Background: an optimization exercise with open tools, aiming at small area and a short achievable clock period. Do not read the settings as production practice. At most, simulation tests tie the RTL to the original design; equivalence was not proved. Power and IR drop assume default switching activity.

== job 6389 ==
==> flow/design.v (excerpt) <==
module sett_blkchk (
    input  wire         clk,
    input  wire         rst,           
    input  wire         in_valid,
    input  wire         in_write,      
    input  wire [2:0]   in_idx,
    input  wire [73:0]  in_wword,
    input  wire [591:0] in_block,      
    input  wire [7:0]   in_rowchk,
    input  wire [73:0]  in_colchk,
    output reg          out_valid,
    output reg  [73:0]  out_word,      
    output reg  [591:0] out_block,     
    output reg  [7:0]   out_rowchk,    
    output reg  [73:0]  out_colchk,
    output reg          out_corr,      
    output reg          out_chkfix,    
    output reg          out_uncorr,    
    output reg  [2:0]   out_err_word,  
    output reg  [6:0]   out_err_bit    
);
    localparam W  = 74;    
    localparam NW = 8;     
    localparam POISON = 73;
    integer i, c, k;
    localparam HW = W / 2;
    reg [7:0]  p_row_a;     
    reg [7:0]  p_row_b;     
    reg [73:0] p_col;       
    always @* begin
        for (i = 0; i < NW; i = i + 1) begin
            p_row_a[i] = ^in_block[W*i +: HW];
            p_row_b[i] = ^in_block[W*i + HW +: W - HW];
        end
        for (c = 0; c < W; c = c + 1) begin
            p_col[c] = 1'b0;
            for (i = 0; i < NW; i = i + 1)
                p_col[c] = p_col[c] ^ in_block[W*i + c];
        end
    end
    reg          s1_valid;
    reg          s1_write;
    reg  [7:0]   s1_isel;     
    reg  [7:0]   s1_wsel;     
    reg  [73:0]  s1_wword;
    reg          s1_wpar;     
    reg  [591:0] s1_block;
    reg  [7:0]   s1_row_a;
    reg  [7:0]   s1_row_b;
    reg  [7:0]   s1_rowchk;
    reg  [73:0]  col_par;
    reg  [73:0]  col_fail;
    always @(posedge clk) begin
        if (rst)
  ...
Settings: LEC_CHECK=0, CAP_MARGIN=60, CORE_AREA=2.3 2.72 377.7 377.28, DIE_AREA=0 0 380 380, PLACE_DENSITY=0.72, SLEW_MARGIN=60; clock period 15.0 ns.
standard.sh (not shown) runs the stock make flow with config.mk's settings and CLKGATE_MAP_FILE= SYNTH_SCRIPT=/design/flow/synth_recipe.tcl, a recipe that flattens the netlist after the stock synthesis.
==> flow/flow/run.sh <==
#!/bin/bash
# Own flow: the standard ORFS layout with a few extra make settings:
# - port buffers use a plain buffer instead of the default delay-buffer cell,
# - CTS does not add dummy loads,
# - synthesis buffers are removed at floorplan instead of a timing repair there,
# - the timing repairs after CTS and global routing aim for extra setup slack
#   on the worst endpoints (the SDC is unchanged).
set -euo pipefail
EXTRA="'BUFFER_PORTS_ARGS=-buffer_cell sky130_fd_sc_hd__buf_1' 'CTS_ARGS=-sink_clustering_enable -repair_clock_nets -dont_use_dummy_load' REMOVE_ABC_BUFFERS=1 SETUP_SLACK_MARGIN=10.8 TNS_END_PERCENT=10 'PLACE_PINS_ARGS=-min_distance 1 -min_distance_in_tracks'"
sed "s|\"\${@:-finish}\"|$EXTRA \"\${@:-finish}\"|" standard.sh > own_standard.sh
bash own_standard.sh > own_standard.log 2>&1
For job 1648, these inputs were changed with respect to job 6389:
==> flow/flow/run.sh <==
#!/bin/bash
# Own flow: the standard ORFS layout with a few extra make settings:
# - port buffers use a plain buffer instead of the default delay-buffer cell,
# - CTS does not add dummy loads,
# - synthesis buffers are removed at floorplan instead of a timing repair there,
# - the timing repairs after CTS and global routing aim for extra setup slack
#   on the worst endpoints (the SDC is unchanged).
set -euo pipefail
EXTRA="'BUFFER_PORTS_ARGS=-buffer_cell sky130_fd_sc_hd__buf_1' 'CTS_ARGS=-sink_clustering_enable -repair_clock_nets -dont_use_dummy_load -sink_clustering_size 20 -sink_clustering_max_diameter 80' REMOVE_ABC_BUFFERS=1 SETUP_SLACK_MARGIN=10.8 TNS_END_PERCENT=10 'PLACE_PINS_ARGS=-min_distance 1 -min_distance_in_tracks'"
sed "s|\"\${@:-finish}\"|$EXTRA \"\${@:-finish}\"|" standard.sh > own_standard.sh
bash own_standard.sh > own_standard.log 2>&1
==> comparison <==
The maximum vdd drop in job 6389 is 0.831 times that in job 1648. Compared with job 6389, in job 1648 met2 global-route usage fell 0.26 points, clock slew at the register clock pins of the worst setup and hold paths held steady, combinational fraction of design power increased by 2.0 points relative to the old numbers.

---

== the baseline ==
The RTL this note starts from:
==> flow/design.v <==
module sett_blkchk (
    input  wire         clk,
    input  wire         rst,           
    input  wire         in_valid,
    input  wire         in_write,      
    input  wire [2:0]   in_idx,
    input  wire [73:0]  in_wword,
    input  wire [591:0] in_block,      
    input  wire [7:0]   in_rowchk,
    input  wire [73:0]  in_colchk,
    output reg          out_valid,
    output reg  [73:0]  out_word,      
    output reg  [591:0] out_block,     
    output reg  [7:0]   out_rowchk,    
    output reg  [73:0]  out_colchk,
    output reg          out_corr,      
    output reg          out_chkfix,    
    output reg          out_uncorr,    
    output reg  [2:0]   out_err_word,  
    output reg  [6:0]   out_err_bit    
);
    localparam W  = 74;    
    localparam NW = 8;     
    localparam POISON = 73;
    integer i, c;
    reg [7:0]  row_par;     
    reg [73:0] col_par;     
    reg [7:0]  row_fail;
    reg [73:0] col_fail;
    always @* begin
        for (i = 0; i < NW; i = i + 1) begin
            row_par[i]  = ^in_block[W*i +: W];
            row_fail[i] = row_par[i] ^ in_rowchk[i];
        end
        for (c = 0; c < W; c = c + 1) begin
            col_par[c] = 1'b0;
            for (i = 0; i < NW; i = i + 1)
                col_par[c] = col_par[c] ^ in_block[W*i + c];
            col_fail[c] = col_par[c] ^ in_colchk[c];
        end
    end
    reg row_any, row_many, col_any, col_many;
    always @* begin
        row_any = 1'b0; row_many = 1'b0;
        for (i = 0; i < NW; i = i + 1) begin
            row_many = row_many | (row_any & row_fail[i]);
            row_any  = row_any | row_fail[i];
        end
        col_any = 1'b0; col_many = 1'b0;
        for (c = 0; c < W; c = c + 1) begin
            col_many = col_many | (col_any & col_fail[c]);
            col_any  = col_any | col_fail[c];
        end
    end
    wire row_one  = row_any & ~row_many;
    wire col_one  = col_any & ~col_many;
    wire do_corr   = row_one & col_one;
    wire do_chkfix = (row_one & ~col_any) | (~row_any & col_one);
    wire do_uncorr = row_many | col_many;
    wire [7:0]  row_flip = {NW{do_corr}} & row_fail;
    wire [73:0] col_flip = {W{do_corr}} & col_fail;
    wire [7:0]  poison   = {NW{do_uncorr}} & (row_fail | {NW{~row_any}});
    reg [73:0] idx_word;    
    reg [73:0] fix_word;    
    reg [7:0]  fix_row;     
    reg [73:0] fix_col;     
    reg        wpar;
    reg [7:0]  new_row;
    reg [73:0] new_col;
    reg        pz_col;
    always @* begin
        idx_word = in_block[W*in_idx +: W];
        fix_word = idx_word ^ ({W{row_flip[in_idx]}} & col_flip);
        fix_word[POISON] = fix_word[POISON] | poison[in_idx];
        pz_col = 1'b0;
        for (i = 0; i < NW; i = i + 1) begin
            fix_row[i] = row_par[i] ^ row_flip[i]
                       ^ (poison[i] & ~in_block[W*i + POISON]);
            pz_col = pz_col ^ (poison[i] & ~in_block[W*i + POISON]);
        end
        fix_col = col_par ^ col_flip;
        fix_col[POISON] = fix_col[POISON] ^ pz_col;
        wpar = ^in_wword;
        for (i = 0; i < NW; i = i + 1)
            new_row[i] = (in_write && in_idx == i) ? wpar : fix_row[i];
        new_col = fix_col ^ ({W{in_write}} & (fix_word ^ in_wword));
    end
    reg [2:0] loc_word;
    reg [6:0] loc_bit;
    always @* begin
        loc_word = 3'd0;
        for (i = 0; i < NW; i = i + 1)
            if (row_fail[i]) loc_word = i[2:0];
        loc_bit = 7'd0;
        for (c = 0; c < W; c = c + 1)
            if (col_fail[c]) loc_bit = c[6:0];
    end
    reg [591:0] new_block;
    always @* begin
        for (i = 0; i < NW; i = i + 1) begin
            for (c = 0; c < W; c = c + 1)
                new_block[W*i + c] = in_block[W*i + c] ^ (row_flip[i] & col_flip[c]);
            if (poison[i])
                new_block[W*i + POISON] = 1'b1;
            if (in_write && in_idx == i)
                new_block[W*i +: W] = in_wword;
        end
    end
    always @(posedge clk) begin
        if (rst)
            out_valid <= 1'b0;
        else
            out_valid <= in_valid;
        out_word     <= in_write ? in_wword : fix_word;
        out_block    <= new_block;
        out_rowchk   <= new_row;
        out_colchk   <= new_col;
        out_corr     <= do_corr;
        out_chkfix   <= do_chkfix;
        out_uncorr   <= do_uncorr;
        out_err_word <= loc_word;
        out_err_bit  <= loc_bit;
    end
endmodule
clock: 15.0 ns
lec_check: 0
cap_margin: 60
core_margin: 2
core_utilization: 20
place_density: 0.3
setup_slack_margin: 5
slew_margin: 60
run.sh (not shown) runs the stock make flow with config.mk's settings and CLKGATE_MAP_FILE= SYNTH_SCRIPT=/design/flow/synth_recipe.tcl, a recipe that flattens the netlist after the stock synthesis.
Stock flow here: none of the scripts above is used.
The flow did not stop early for the baseline: all stages ran, and the layout cleared the timing, design-rule and antenna checks.
### the baseline -> the candidate
Settings: SETUP_SLACK_MARGIN no longer set, was 5; PLACE_DENSITY now 0.65, was 0.3; ABC_CLOCK_PERIOD_IN_PS now 2500, previously not set; CORE_UTILIZATION now 50, was 20.
==> flow/flow/run.sh (new file) <==
#!/bin/bash
# Own flow: the standard ORFS layout with a few extra make settings:
# - port buffers use a plain buffer instead of the default delay-buffer cell,
# - CTS does not add dummy loads,
# - timing repair aims for extra setup slack (the SDC is unchanged).
set -euo pipefail
EXTRA="'BUFFER_PORTS_ARGS=-buffer_cell sky130_fd_sc_hd__buf_2' 'CTS_ARGS=-sink_clustering_enable -repair_clock_nets -dont_use_dummy_load' SETUP_SLACK_MARGIN=10"
sed "s|\"\${@:-finish}\"|$EXTRA \"\${@:-finish}\"|" standard.sh > own_standard.sh
grep -n make own_standard.sh > own_standard.cmd
bash own_standard.sh > own_standard.log 2>&1
==> flow/standard.sh (new file) <==
#!/bin/bash
# synth_recipe.tcl (not shown) runs the flow's synth.tcl, then flattens the netlist and writes it again
# the make line also repeats each setting of config.mk as NAME=value (left out here)
make -C /OpenROAD-flow-scripts/flow DESIGN_CONFIG=/design/flow/config.mk WORK_HOME=/design/flow/orfs CLKGATE_MAP_FILE= SYNTH_SCRIPT=/design/flow/synth_recipe.tcl "${@:-finish}"
removed: flow/run.sh
==> comparison <==
- What ended the candidate was a tool error in I/O pin placement; the run never finished.
- The candidate vs. the baseline: count of flip-flops with a built-in enable after synthesis stayed essentially flat; number of distinct library cell variants in the gate-level netlist after synthesis stayed essentially flat.
- The candidate vs the baseline — count of standard-cell rows dropped by more than a quarter
- From the candidate to the baseline, post-synthesis sequential element count did not move at all.
- Row starting utilization of the core area: the candidate higher / the baseline lower
- Comparing the baseline against the candidate, there is no change at all in cell area after technology mapping.
- Width of the chip (the baseline / the candidate): 1.6
Function was not checked in any run of this note: the RTL went through the layout flow alone.

## separate check: timing with driven ports
Ports are ideal in the flow. The routed layouts listed here were re-timed in OpenROAD. Step 1 (the two cells are an assumption about what drives the block):
set clk [get_ports {clk}]
set_driving_cell -lib_cell sky130_fd_sc_hd__clkbuf_16 $clk
set_driving_cell -lib_cell sky130_fd_sc_hd__buf_2 [delete_from_list [all_inputs] $clk]
Step 2 adds t to the input delays and takes it off the output delays; t is the mean of the earliest and latest rising clock arrival at the registers after step 1. Input paths then give back, and output paths get back, about the clock's delay inside the block. a / b / c = no drivers / after step 1 / after step 2; a / b = the first two.
run | t (ns) | setup slack, ns | cell pins on the clock port's net
job 6389 | 0.871 | 10.603 / 10.519 / 9.809 | 1
job 1648 | 0.809 | 10.590 / 10.545 / 9.830 | 1
the baseline | 0.882 | 5.378 / 5.451 / 4.569 | 1
After both steps every run listed still meets setup and hold. The setup slack of the baseline, which loses most, moves by +0.073 ns with the drivers and by -0.809 ns with both steps.
